This is an optimization exercise on Yosys and OpenROAD, whose aim is small area, a short achievable clock period and few clock cycles per item, not a production implementation. In this exercise RTL edits were held to simulation tests only and were not proved equivalent to the original.

== build 75 ==
Design tile_verify, start of the top module:
module tile_verify (
    input  wire         clk,
    input  wire         rst,           
    input  wire         in_valid,
    output reg          in_ready,
    input  wire [287:0] in_data,       
    input  wire [15:0]  in_tile,       
    input  wire [7:0]   in_owner,      
    input  wire [71:0]  in_side,       
    output reg          res_valid,
    output reg          res_pass,
    output reg  [2:0]   res_cause,     
    output reg  [5:0]   res_ce,        
    output reg          out_valid,
    output wire [255:0] out_data
);
Size: roughly 6200 cells after synthesis, roughly 660 I/O pins.
export LEC_CHECK = 0
export CAP_MARGIN = 20
export CORE_MARGIN = 2
export CORE_UTILIZATION = 40
export CTS_CLUSTER_DIAMETER = 100
export CTS_CLUSTER_SIZE = 28
export SLEW_MARGIN = 20
export SYNTH_HIERARCHICAL = 1
create_clock -name core_clock -period 50.0 [get_ports {clk}]
standard.sh (not shown) runs the stock make flow with config.mk's settings and CLKGATE_MAP_FILE= SYNTH_SCRIPT=/design/flow/synth_recipe.tcl, a recipe that flattens the netlist after the stock synthesis.
==> flow/flow/run.sh <==
#!/bin/bash
# The standard layout, with the port buffers chosen here (flow/ports.tcl, run
# at the start of global placement in place of the standard buffer_ports call)
# instead of the delay buffers buffer_ports picks by itself.
# make's output goes to standard.log; ORFS's step logs stay in orfs/logs/.
set -euo pipefail
bash standard.sh DONT_BUFFER_PORTS=1 "PRE_GLOBAL_PLACE_TCL=$PWD/flow/ports.tcl" finish > standard.log 2>&1
==> flow/flow/ports.tcl <==
# Run at the start of global placement (PRE_GLOBAL_PLACE_TCL) in place of the
# standard port buffering, which DONT_BUFFER_PORTS=1 turns off. It does what
# global_place.tcl does, in the same order, with the buffer cells chosen here:
# remove the synthesis buffers, then buffer every port, with buf_1 on the
# inputs (each drives a register or two) and buf_2 on the outputs (each drives
# the 0.01 pF output load). remove_buffers is then made a no-op, so that
# global_place.tcl's own call cannot take the port buffers out again.
remove_buffers
buffer_ports -inputs -buffer_cell sky130_fd_sc_hd__buf_1
buffer_ports -outputs -buffer_cell sky130_fd_sc_hd__buf_2
rename remove_buffers orfs_remove_buffers_done
proc remove_buffers {args} {}
Every stage of the flow completed for build 75, and the final layout passed the timing, DRC and antenna checks.
Testbench counts of build 75, summed over its fixed seeds: cycles 4,161, tiles 512.
--- input diff build 75..build 43 ---
==> flow/flow/ports.tcl <==
# Port buffers: buf_1 on the inputs (each drives a register or two), buf_2 on
# the outputs (each drives the 0.01 pF output load).
buffer_ports -inputs -buffer_cell sky130_fd_sc_hd__buf_1
buffer_ports -outputs -buffer_cell sky130_fd_sc_hd__buf_2
### Flow results
- Build 43 vs build 75: non-clock buffer count down
- Build 43 vs build 75: area used by multi-input combinational logic down
- Build 43 and build 75 all finish clean.
- Diff build 75 -> build 43 | pre-CTS setup slack | increase of 0.38 ns
- Build 75 -> build 43: synthesized cell count delta 0, exact match
- In build 43 the maximum frequency turned out about 0.9% higher than in build 75.
- Build 75 → build 43: pin count of the biggest net entering global routing up about 30%.
For build 34, these inputs were changed with respect to build 43:
==> flow/flow/run.sh <==
#!/bin/bash
# The standard layout, with the port buffers made of buf_2 cells instead of the
# delay buffers buffer_ports picks by itself. ORFS's step logs stay in orfs/logs/.
set -euo pipefail
bash standard.sh "BUFFER_PORTS_ARGS=-buffer_cell sky130_fd_sc_hd__buf_2" finish > standard.log 2>&1
removed: flow/flow/ports.tcl
--- outcome ---
- Having completed the whole flow, build 34 delivered a layout that passed the timing, DRC and antenna checks.
- Between build 34 and build 43, it is build 34 whose critical path depth is higher, by 1.
- Area overhead of the layout relative to synthesis for build 34 is higher than for build 43.
- Diff build 34 and build 43: clock insertion delay at the later pin of the skew report lower in build 34
- Going from build 43 to build 34, number of sequential storage elements essentially unchanged.

========
Another version of the RTL of tile_verify (not shown whole).
Size: about 6300 cells after synthesis, roughly 2500 flip-flops, ~660 I/O pins, ~89000 µm² of cells after synthesis.
==> flow/config.mk <==
export PLATFORM = sky130hd
export DESIGN_NAME = tile_verify
export DESIGN_NICKNAME = tile_verify
export VERILOG_FILES = /design/flow/design.v
export SDC_FILE = /design/flow/constraint.sdc
export NUM_CORES = 4
export LEC_CHECK = 0
export CAP_MARGIN = 20
export CORE_MARGIN = 2
export CORE_UTILIZATION = 40
export SLEW_MARGIN = 20
==> flow/constraint.sdc <==
create_clock -name core_clock -period 50.0 [get_ports {clk}]
set_input_delay 10.0000 -clock core_clock [delete_from_list [all_inputs] [get_ports {clk}]]
set_output_delay 10.0000 -clock core_clock [all_outputs]
set_load 0.01 [all_outputs]
==> flow/flow/run.sh <==
#!/bin/bash
# The standard layout, with the port buffers made of buf_2 cells instead of the
# delay buffers buffer_ports picks by itself. ORFS's step logs stay in orfs/logs/.
set -euo pipefail
bash standard.sh "BUFFER_PORTS_ARGS=-buffer_cell sky130_fd_sc_hd__buf_2" SETUP_SLACK_MARGIN=38.8 finish > standard.log 2>&1
Testbench counts at the start, summed over its fixed seeds: cycles 4,161, tiles 512.
Edit:
==> flow/flow/run.sh (replaced) <==
#!/bin/bash
# The standard layout, with the port buffers made of buf_2 cells instead of the
# delay buffers buffer_ports picks by itself. ORFS's step logs stay in orfs/logs/.
set -euo pipefail
bash standard.sh "BUFFER_PORTS_ARGS=-buffer_cell sky130_fd_sc_hd__buf_2" finish > standard.log 2>&1
CTS_CLUSTER_DIAMETER = 100   (was default)
CTS_CLUSTER_SIZE = 28   (was default)
Result: The changed run went through all stages and came out clean; via count goes down by 3.0%; routed wire length shrinks by about 1.8%; design area goes down by 6.8%; worst hold slack improves by 0.048 ns.
Edit:
==> flow/run.sh (new file) <==
#!/bin/bash
# synth_recipe.tcl (not shown) runs the flow's synth.tcl, then flattens the netlist and writes it again
# the make line also repeats each setting of config.mk as NAME=value (left out here)
make -C /OpenROAD-flow-scripts/flow DESIGN_CONFIG=/design/flow/config.mk WORK_HOME=/design/flow/orfs CLKGATE_MAP_FILE= SYNTH_SCRIPT=/design/flow/synth_recipe.tcl finish
CTS_CLUSTER_DIAMETER = default   (was 100)
CTS_CLUSTER_SIZE = default   (was 28)
removed: flow/flow/run.sh
removed: flow/standard.sh
Result: Critical path depth stays the same; worst hold slack is worse by 0.031 ns; wire length rose by 1.4%; non-clock buffer count rose by 14; via count rose by 2.4%; final area rose by 8.3%; synthesized area is unchanged.
Edit:
==> flow/flow/run.sh (new file) <==
#!/bin/bash
# The standard layout, with the port buffers made of buf_2 cells instead of the
# delay buffers buffer_ports picks by itself. ORFS's step logs stay in orfs/logs/.
set -euo pipefail
bash standard.sh "BUFFER_PORTS_ARGS=-buffer_cell sky130_fd_sc_hd__buf_2" finish > standard.log 2>&1
==> flow/standard.sh (new file) <==
#!/bin/bash
# synth_recipe.tcl (not shown) runs the flow's synth.tcl, then flattens the netlist and writes it again
# the make line also repeats each setting of config.mk as NAME=value (left out here)
make -C /OpenROAD-flow-scripts/flow DESIGN_CONFIG=/design/flow/config.mk WORK_HOME=/design/flow/orfs CLKGATE_MAP_FILE= SYNTH_SCRIPT=/design/flow/synth_recipe.tcl "${@:-finish}"
removed: flow/run.sh
The changed run finished with timing, DRC and antenna clean. Global-route usage decreases by 0.19 points. Cell count is about the same. Die area stays the same. Cell area decreases by 3.3%. Synthesized cell count is unchanged. Hold slack gets worse by 0.019 ns. Utilization decreases by 1.6 points.

========
Setup of run 1:
Another version of the RTL of tile_verify (not shown whole).
For scale: roughly 6200 cells after synthesis, about 660 I/O pins, ~82000 sq um of cells after synthesis.
clock: 50.0 ns
lec_check: 0
cap_margin: 20
core_margin: 2
core_utilization: 40
cts_cluster_diameter: 100
cts_cluster_size: 28
slew_margin: 20
synth_hierarchical: 1
==> flow/flow/run.sh <==
#!/bin/bash
# The standard layout, with the port buffers made of buf_2 cells instead of the
# delay buffers buffer_ports picks by itself. ORFS's step logs stay in orfs/logs/.
set -euo pipefail
bash standard.sh "BUFFER_PORTS_ARGS=-buffer_cell sky130_fd_sc_hd__buf_2" finish > standard.log 2>&1
No stage failed in run 1, and the final checks on the layout all came back clean.
Testbench counts of run 1, summed over its fixed seeds: cycles 4,161, tiles 512.
--- input diff run 1..run 2 ---
# run 1
export LEC_CHECK = 0
export CAP_MARGIN = 20
export CORE_MARGIN = 2
export CORE_UTILIZATION = 40
export CTS_CLUSTER_DIAMETER = 100
export CTS_CLUSTER_SIZE = 28
export SLEW_MARGIN = 20
export SYNTH_HIERARCHICAL = 1
create_clock -name core_clock -period 50.0 [get_ports {clk}]
# run 2
export LEC_CHECK = 0
export CAP_MARGIN = 5
export CORE_MARGIN = 2
export CORE_UTILIZATION = 40
export CTS_CLUSTER_DIAMETER = 100
export CTS_CLUSTER_SIZE = 28
export SLEW_MARGIN = 5
export SYNTH_HIERARCHICAL = 1
create_clock -name core_clock -period 50.0 [get_ports {clk}]
==> results.txt <==
- Run 2 against run 1: global-route total usage across every layer level, worst-case register-to-register setup slack saw an increase, met1 routed wirelength after detailed routing now larger.
- The number of cells on the worst reg-to-reg path in run 2 sits about 7% below the value recorded for run 1.
- Status: final cycle utilization of the critical path parity (run 2, run 1)
- For run 1, the capture point of the critical path was out_data[216], unlike run 2, where it was out_data[219].
- Run 1 → run 2: placement-stage worst setup slack moved down; die height level.
Here is what was changed in the inputs of run 3 compared with run 2.
# run 2
export LEC_CHECK = 0
export CAP_MARGIN = 5
export CORE_MARGIN = 2
export CORE_UTILIZATION = 40
export CTS_CLUSTER_DIAMETER = 100
export CTS_CLUSTER_SIZE = 28
export SLEW_MARGIN = 5
export SYNTH_HIERARCHICAL = 1
create_clock -name core_clock -period 50.0 [get_ports {clk}]
# run 3
export LEC_CHECK = 0
export CAP_MARGIN = 20
export CORE_MARGIN = 2
export CORE_UTILIZATION = 40
export CTS_CLUSTER_DIAMETER = 100
export CTS_CLUSTER_SIZE = 28
export PLACE_DENSITY = 0.75
export SLEW_MARGIN = 20
export SYNTH_HIERARCHICAL = 1
create_clock -name core_clock -period 50.0 [get_ports {clk}]
==> comparison <==
- Both conditions hold for run 3: the flow ran to the end and the final layout passed the timing, DRC and antenna checks.
- Taking run 2 as the reference, in run 3 first-pass detailed-route iteration total neither gained nor lost much, clock buffer count from CTS picked up an extra 0.93%, share of the clock period used by the worst path after layout neither gained nor lost much.

-- static timing again, ports no longer ideal --
Ports are ideal in the flow. The routed layouts listed here were re-timed in OpenROAD.
Step 1: set_driving_cell puts a clkbuf_16 on clk and a buf_2 on each other input, an assumption about the parent block.
Step 2, shift: input delay + t, output delay - t, t = (earliest + latest rising clock arrival at the registers) / 2. This alone moves slack from input paths to output paths.
Slacks: ideal ports / drivers / drivers and shift; pairs: ideal ports / drivers.
run | t, ns | setup WS [ns] | latest minus earliest clock arrival (ns) | worst slew at a driven data input, ns
build 75 | 0.873 | 38.543 / 38.448 / 38.191 | 0.097 / 0.097 | 0.14
build 43 | 0.901 | 38.647 / 38.554 / 38.448 | 0.068 / 0.069 | 0.24
build 34 | 0.893 | 38.560 / 38.464 / 38.334 | 0.054 / 0.054 | 0.13
the first run of note 2 | 0.940 | 38.585 / 38.485 / 38.839 | 0.078 / 0.078 | 0.11
the second run of note 2 | 0.885 | 38.593 / 38.499 / 38.855 | 0.062 / 0.062 | 0.12
the third run of note 2 | 0.933 | 38.131 / 38.041 / 38.339 | 0.091 / 0.091 | 0.13
the fourth run of note 2 | 0.938 | 38.547 / 38.449 / 38.843 | 0.080 / 0.081 | 0.11
run 1 | 0.897 | 38.558 / 38.463 / 38.372 | 0.071 / 0.071 | 0.14
run 2 | 0.887 | 38.572 / 38.478 / 38.374 | 0.092 / 0.092 | 0.13
run 3 | 0.890 | 38.522 / 38.430 / 38.429 | 0.098 / 0.098 | 0.13
After both steps setup and hold are still met in every run listed. For build 75, which loses most, drivers alone change the setup slack by -0.095 ns; drivers and shift together by -0.352 ns.
